This design comes from an exercise in tuning for small area on the open sky130 flow, not from production work. In this exercise RTL edits were held to simulation tests only and were not proved equivalent to the original. Power is estimated from default activity; no workload was simulated.

// jet
module jet (
    input  wire        clk,
    input  wire        rst,
    input  wire        tick,
    input  wire        bus_we,
    input  wire [7:0]  bus_addr,
    input  wire [31:0] bus_wdata,
    output reg  [31:0] bus_rdata,
    input  wire [7:0]  in_slots,
    input  wire [31:0] stamp,
    input  wire [7:0]  sig_in,
    input  wire        grp_start,
    input  wire        grp_stop,
    input  wire        grp_restart,
    output wire [7:0]  out_lvl,
    output wire [7:0]  out_oe,
    output wire [3:0]  side_lvl,
    output wire [3:0]  side_oe,
    output reg         sig_we,
    output reg  [2:0]  sig_idx,
    output reg         sig_lvl,
    output reg         evt
);
    localparam PW  = 32;
    localparam PAW = 5;
    localparam A_CTRL  = 8'd0;
    localparam A_STAT  = 8'd1;
    localparam A_PC    = 8'd2;
    localparam A_TX    = 8'd3;
    localparam A_RX    = 8'd4;
    localparam A_POP   = 8'd5;
    localparam A_FRAME = 8'd6;
    localparam A_MAPEN = 8'd7;
    localparam A_N     = 8'd13;
    localparam A_M     = 8'd14;
    localparam A_D     = 8'd22;
    localparam OP_GOTO  = 4'h0;
    localparam OP_SET   = 4'h1;
    localparam OP_SEND  = 4'h2;
    localparam OP_RECV  = 4'h3;
    localparam OP_LOAD  = 4'h4;
    localparam OP_POST  = 4'h5;
    localparam OP_NSET  = 4'h6;
    localparam OP_REP   = 4'h7;
    localparam OP_WAITE = 4'h8;
    localparam OP_MARK  = 4'h9;
    localparam OP_PACK  = 4'hA;
    localparam OP_SIG   = 4'hB;
    localparam ST_STOPPED = 3'd0;
    localparam ST_RUNNING = 3'd1;
    localparam ST_STALL_L = 3'd2;
    localparam ST_STALL_P = 3'd3;
    localparam ST_WAIT    = 3'd4;
    localparam ST_FAULT   = 3'd5;
    reg [15:0] prog [0:PW-1];
    reg [6:0]  pc;
    reg [31:0] d;
    reg [5:0]  cur;
    reg [7:0]  n0, n1;
    reg [31:0] m;
    reg [6:0]  ls, le;
    reg [7:0]  lcnt;
    reg [31:0] txf0, txf1, txf2, txf3;
    reg [1:0]  tx_rd;
    reg [2:0]  tx_cnt;
    reg [31:0] rxf0, rxf1, rxf2, rxf3;
    reg [1:0]  rx_rd;
    reg [2:0]  rx_cnt;
    reg [7:0]  olvl, oen;
    reg [3:0]  slvl;
    reg        run, step_pend, fault;
    reg [2:0]  run_state;      
    reg        evt_flag;
    reg        wseen;          
    reg [6:0]  entry;
    reg [4:0]  fwidth;
    reg        fidle, forder;
  ...
==> flow/config.mk <==
export PLATFORM = sky130hd
export DESIGN_NAME = jet
export DESIGN_NICKNAME = jet
export VERILOG_FILES = /design/flow/design.v
export SDC_FILE = /design/flow/constraint.sdc
export NUM_CORES = 4
export LEC_CHECK = 0
export CAP_MARGIN = 20
export CORE_MARGIN = 2
export CORE_UTILIZATION = 48
export GPL_TIMING_DRIVEN = 0
export PLACE_DENSITY = 0.58
export SLEW_MARGIN = 20
==> flow/constraint.sdc <==
create_clock -name core_clock -period 20.0 [get_ports {clk}]
set_input_delay 4.0000 -clock core_clock [delete_from_list [all_inputs] [get_ports {clk}]]
set_output_delay 4.0000 -clock core_clock [all_outputs]
set_load 0.01 [all_outputs]
standard.sh (not shown) runs the stock make flow with config.mk's settings and CLKGATE_MAP_FILE= SYNTH_SCRIPT=/design/flow/synth_recipe.tcl, a recipe that flattens the netlist after the stock synthesis.
==> flow/flow/run.sh <==
#!/bin/bash
# Standard ORFS layout with area-saving changes:
#  - synthesis: the standard script, with abc using an area-oriented script
#    (flow/abc_area.script, deepsyn + area mapping); registers are unchanged;
#  - port buffers are buf_1;
#  - CTS with sink clusters of at most 8 flip-flops, clkbuf_4 buffers and
#    no dummy loads;
#  - repair_design (after placement and after global routing) does not use
#    buf_8, buf_12 or buf_16 (flow/no_big_buffers.tcl);
#  - power recovery after global routing (downsizing cells with slack),
#    followed by a second repair_design (flow/post_grt.tcl).
set -euo pipefail
W=$(pwd)
export FLOW_SYNTH_TCL=$W/synth_recipe.tcl
sed "s#SYNTH_SCRIPT=[^ ]*#SYNTH_SCRIPT=$W/flow/my_synth.tcl#" standard.sh > my_standard.sh
grep -q "SYNTH_SCRIPT=$W/flow/my_synth.tcl" my_standard.sh
export BUFFER_PORTS_ARGS="-buffer_cell sky130_fd_sc_hd__buf_1"
export CTS_ARGS="-sink_clustering_enable -repair_clock_nets -dont_use_dummy_load -sink_clustering_size 8 -sink_clustering_max_diameter 35 -buf_list {sky130_fd_sc_hd__clkbuf_4}"
export PRE_RESIZE_TCL=$W/flow/no_big_buffers.tcl
export PRE_GLOBAL_ROUTE_TCL=$W/flow/no_big_buffers.tcl
export RECOVER_POWER=100
export POST_GLOBAL_ROUTE_TCL=$W/flow/post_grt.tcl
bash my_standard.sh > flow.log 2>&1
==> flow/flow/post_grt.tcl <==
# Runs after global routing and power recovery (RECOVER_POWER downsizes
# cells with slack): repair the slew and load violations the downsizing left,
# legalize, reroute the changed nets globally and rewrite the route guides
# the detailed router reads.
set_dont_use {sky130_fd_sc_hd__buf_16 sky130_fd_sc_hd__buf_12 sky130_fd_sc_hd__buf_8}
estimate_parasitics -global_routing
global_route -start_incremental
repair_design -slew_margin 20 -cap_margin 20
detailed_placement
global_route -end_incremental
estimate_parasitics -global_routing
puts "after post-route repair: [sta::max_slew_violation_count] slew, [sta::max_capacitance_violation_count] load violations"
write_guides $::env(RESULTS_DIR)/route.guide
Other scripts of this flow, unchanged in this note and not shown: flow/flow/abc_area.script, flow/flow/my_synth.tcl, flow/flow/no_big_buffers.tcl
The first run went through all stages and came out clean.
Edit:
--- a/flow/flow/run.sh
+++ b/flow/flow/run.sh
@@ -8,5 +8,3 @@
 #  - repair_design (after placement and after global routing) does not use
-#    buf_8, buf_12 or buf_16 (flow/no_big_buffers.tcl);
-#  - power recovery after global routing (downsizing cells with slack),
-#    followed by a second repair_design (flow/post_grt.tcl).
+#    buf_8, buf_12 or buf_16 (flow/no_big_buffers.tcl).
 set -euo pipefail
@@ -20,4 +18,2 @@
 export PRE_GLOBAL_ROUTE_TCL=$W/flow/no_big_buffers.tcl
-export RECOVER_POWER=100
-export POST_GLOBAL_ROUTE_TCL=$W/flow/post_grt.tcl
 bash my_standard.sh > flow.log 2>&1
removed: flow/flow/post_grt.tcl
Fmax climbs by 2.3%.
Via count is about the same.
Non-clock buffer count falls by 7.
Utilization rose by 0.39 points.
Register-to-register slack is better by 0.56 ns.
Worst setup slack improved by 0.27 ns.
Power stays flat.
Sequential cell count is unchanged.
Edit:
--- a/flow/flow/run.sh
+++ b/flow/flow/run.sh
@@ -5,6 +5,8 @@
 #  - port buffers are buf_1;
-#  - CTS with sink clusters of at most 8 flip-flops, clkbuf_4 buffers and
+#  - CTS with sink clusters of at most 12 flip-flops, clkbuf_8 buffers and
 #    no dummy loads;
 #  - repair_design (after placement and after global routing) does not use
-#    buf_8, buf_12 or buf_16 (flow/no_big_buffers.tcl).
+#    buf_8, buf_12 or buf_16 (flow/no_big_buffers.tcl);
+#  - power recovery after global routing (downsizing cells with slack),
+#    followed by a second repair_design (flow/post_grt.tcl).
 set -euo pipefail
@@ -15,5 +17,7 @@
 export BUFFER_PORTS_ARGS="-buffer_cell sky130_fd_sc_hd__buf_1"
-export CTS_ARGS="-sink_clustering_enable -repair_clock_nets -dont_use_dummy_load -sink_clustering_size 8 -sink_clustering_max_diameter 35 -buf_list {sky130_fd_sc_hd__clkbuf_4}"
+export CTS_ARGS="-sink_clustering_enable -repair_clock_nets -dont_use_dummy_load -sink_clustering_size 12 -sink_clustering_max_diameter 50 -buf_list {sky130_fd_sc_hd__clkbuf_8}"
 export PRE_RESIZE_TCL=$W/flow/no_big_buffers.tcl
 export PRE_GLOBAL_ROUTE_TCL=$W/flow/no_big_buffers.tcl
+export RECOVER_POWER=100
+export POST_GLOBAL_ROUTE_TCL=$W/flow/post_grt.tcl
 bash my_standard.sh > flow.log 2>&1
==> flow/flow/post_grt.tcl (new file) <==
# Runs after global routing and power recovery (RECOVER_POWER downsizes
# cells with slack): repair the slew and load violations the downsizing left,
# legalize, reroute the changed nets globally and rewrite the route guides
# the detailed router reads.
set_dont_use {sky130_fd_sc_hd__buf_16 sky130_fd_sc_hd__buf_12 sky130_fd_sc_hd__buf_8}
estimate_parasitics -global_routing
global_route -start_incremental
repair_design -slew_margin 20 -cap_margin 20
detailed_placement
global_route -end_incremental
estimate_parasitics -global_routing
puts "after post-route repair: [sta::max_slew_violation_count] slew, [sta::max_capacitance_violation_count] load violations"
write_guides $::env(RESULTS_DIR)/route.guide
Settings changed: CORE_UTILIZATION 48 to 40, PLACE_DENSITY 0.58 to 0.5.
=> Hold slack barely changes. Setup slack degrades by 0.63 ns. Wire length climbs by 3.6%. Non-clock buffer count is higher by 33. Synthesized area does not change.
Edit:
==> flow/flow/run.sh (replaced) <==
#!/bin/bash
# Standard ORFS layout with area-saving changes:
#  - synthesis: the standard script, with abc using an area-oriented script
#    (flow/abc_area.script, deepsyn + area mapping); registers are unchanged;
#  - port buffers are buf_1;
#  - CTS with sink clusters of at most 10 flip-flops, clkbuf_4 buffers and
#    no dummy loads;
#  - repair_design (after placement and after global routing) does not use
#    buf_8, buf_12 or buf_16 (flow/no_big_buffers.tcl).
set -euo pipefail
W=$(pwd)
export FLOW_SYNTH_TCL=$W/synth_recipe.tcl
sed "s#SYNTH_SCRIPT=[^ ]*#SYNTH_SCRIPT=$W/flow/my_synth.tcl#" standard.sh > my_standard.sh
grep -q "SYNTH_SCRIPT=$W/flow/my_synth.tcl" my_standard.sh
export BUFFER_PORTS_ARGS="-buffer_cell sky130_fd_sc_hd__buf_1"
export CTS_ARGS="-sink_clustering_enable -repair_clock_nets -dont_use_dummy_load -sink_clustering_size 10 -sink_clustering_max_diameter 40 -buf_list {sky130_fd_sc_hd__clkbuf_4}"
export PRE_RESIZE_TCL=$W/flow/no_big_buffers.tcl
export PRE_GLOBAL_ROUTE_TCL=$W/flow/no_big_buffers.tcl
bash my_standard.sh > flow.log 2>&1
Settings changed: CAP_MARGIN 20 to 10, CORE_UTILIZATION 40 to 48, PLACE_DENSITY 0.5 to 0.58, SLEW_MARGIN 20 to 10.
removed: flow/flow/post_grt.tcl
Outcome: The changed run finished but fails on capacitance limit, slew limit; wire length shrinks by 3.7%; hold slack improves by 0.0043 ns; utilization rises by 8.7 points; final cell count fell by about 4%; power shrinks by about 4.6%; clock power goes down by about 20%; final area goes down by 1.2%; via count went up by 2.4%; worst setup slack improves by 0.52 ns.

-- afterwards: timing with drivers on the ports --
In the flow no input, the clock included, has a driving cell. The finished layouts below were timed again as built, in two steps.
Step 1 (the two cells are an assumption about what drives the block):
set clk [get_ports {clk}]
set_driving_cell -lib_cell sky130_fd_sc_hd__clkbuf_16 $clk
set_driving_cell -lib_cell sky130_fd_sc_hd__buf_2 [delete_from_list [all_inputs] $clk]
Step 2 times the ports against the registers' clock, not the clock port: input delays grow and output delays shrink by t, the midpoint of the rising clock arrivals with the driver on.
a / b / c = ideal / step 1 / step 2; a / b = the first two.
run	t (ns)	slack for setup (ns)	worst hold slack (ns)	worst setup path at the end
the first run	1.198	7.919 / 7.919 / 7.919	0.458 / 0.458 / 0.458	register to register
the second run	1.205	8.191 / 8.019 / 8.019	0.457 / 0.457 / 0.457	input to output
the third run	0.895	7.561 / 7.561 / 7.561	0.460 / 0.460 / 0.460	register to register
the fourth run	1.196	8.081 / 7.976 / 7.976	0.464 / 0.464 / 0.464	input to output
The setup slack of the second run, which loses most, moves by -0.172 ns with the drivers and by -0.172 ns with both steps.
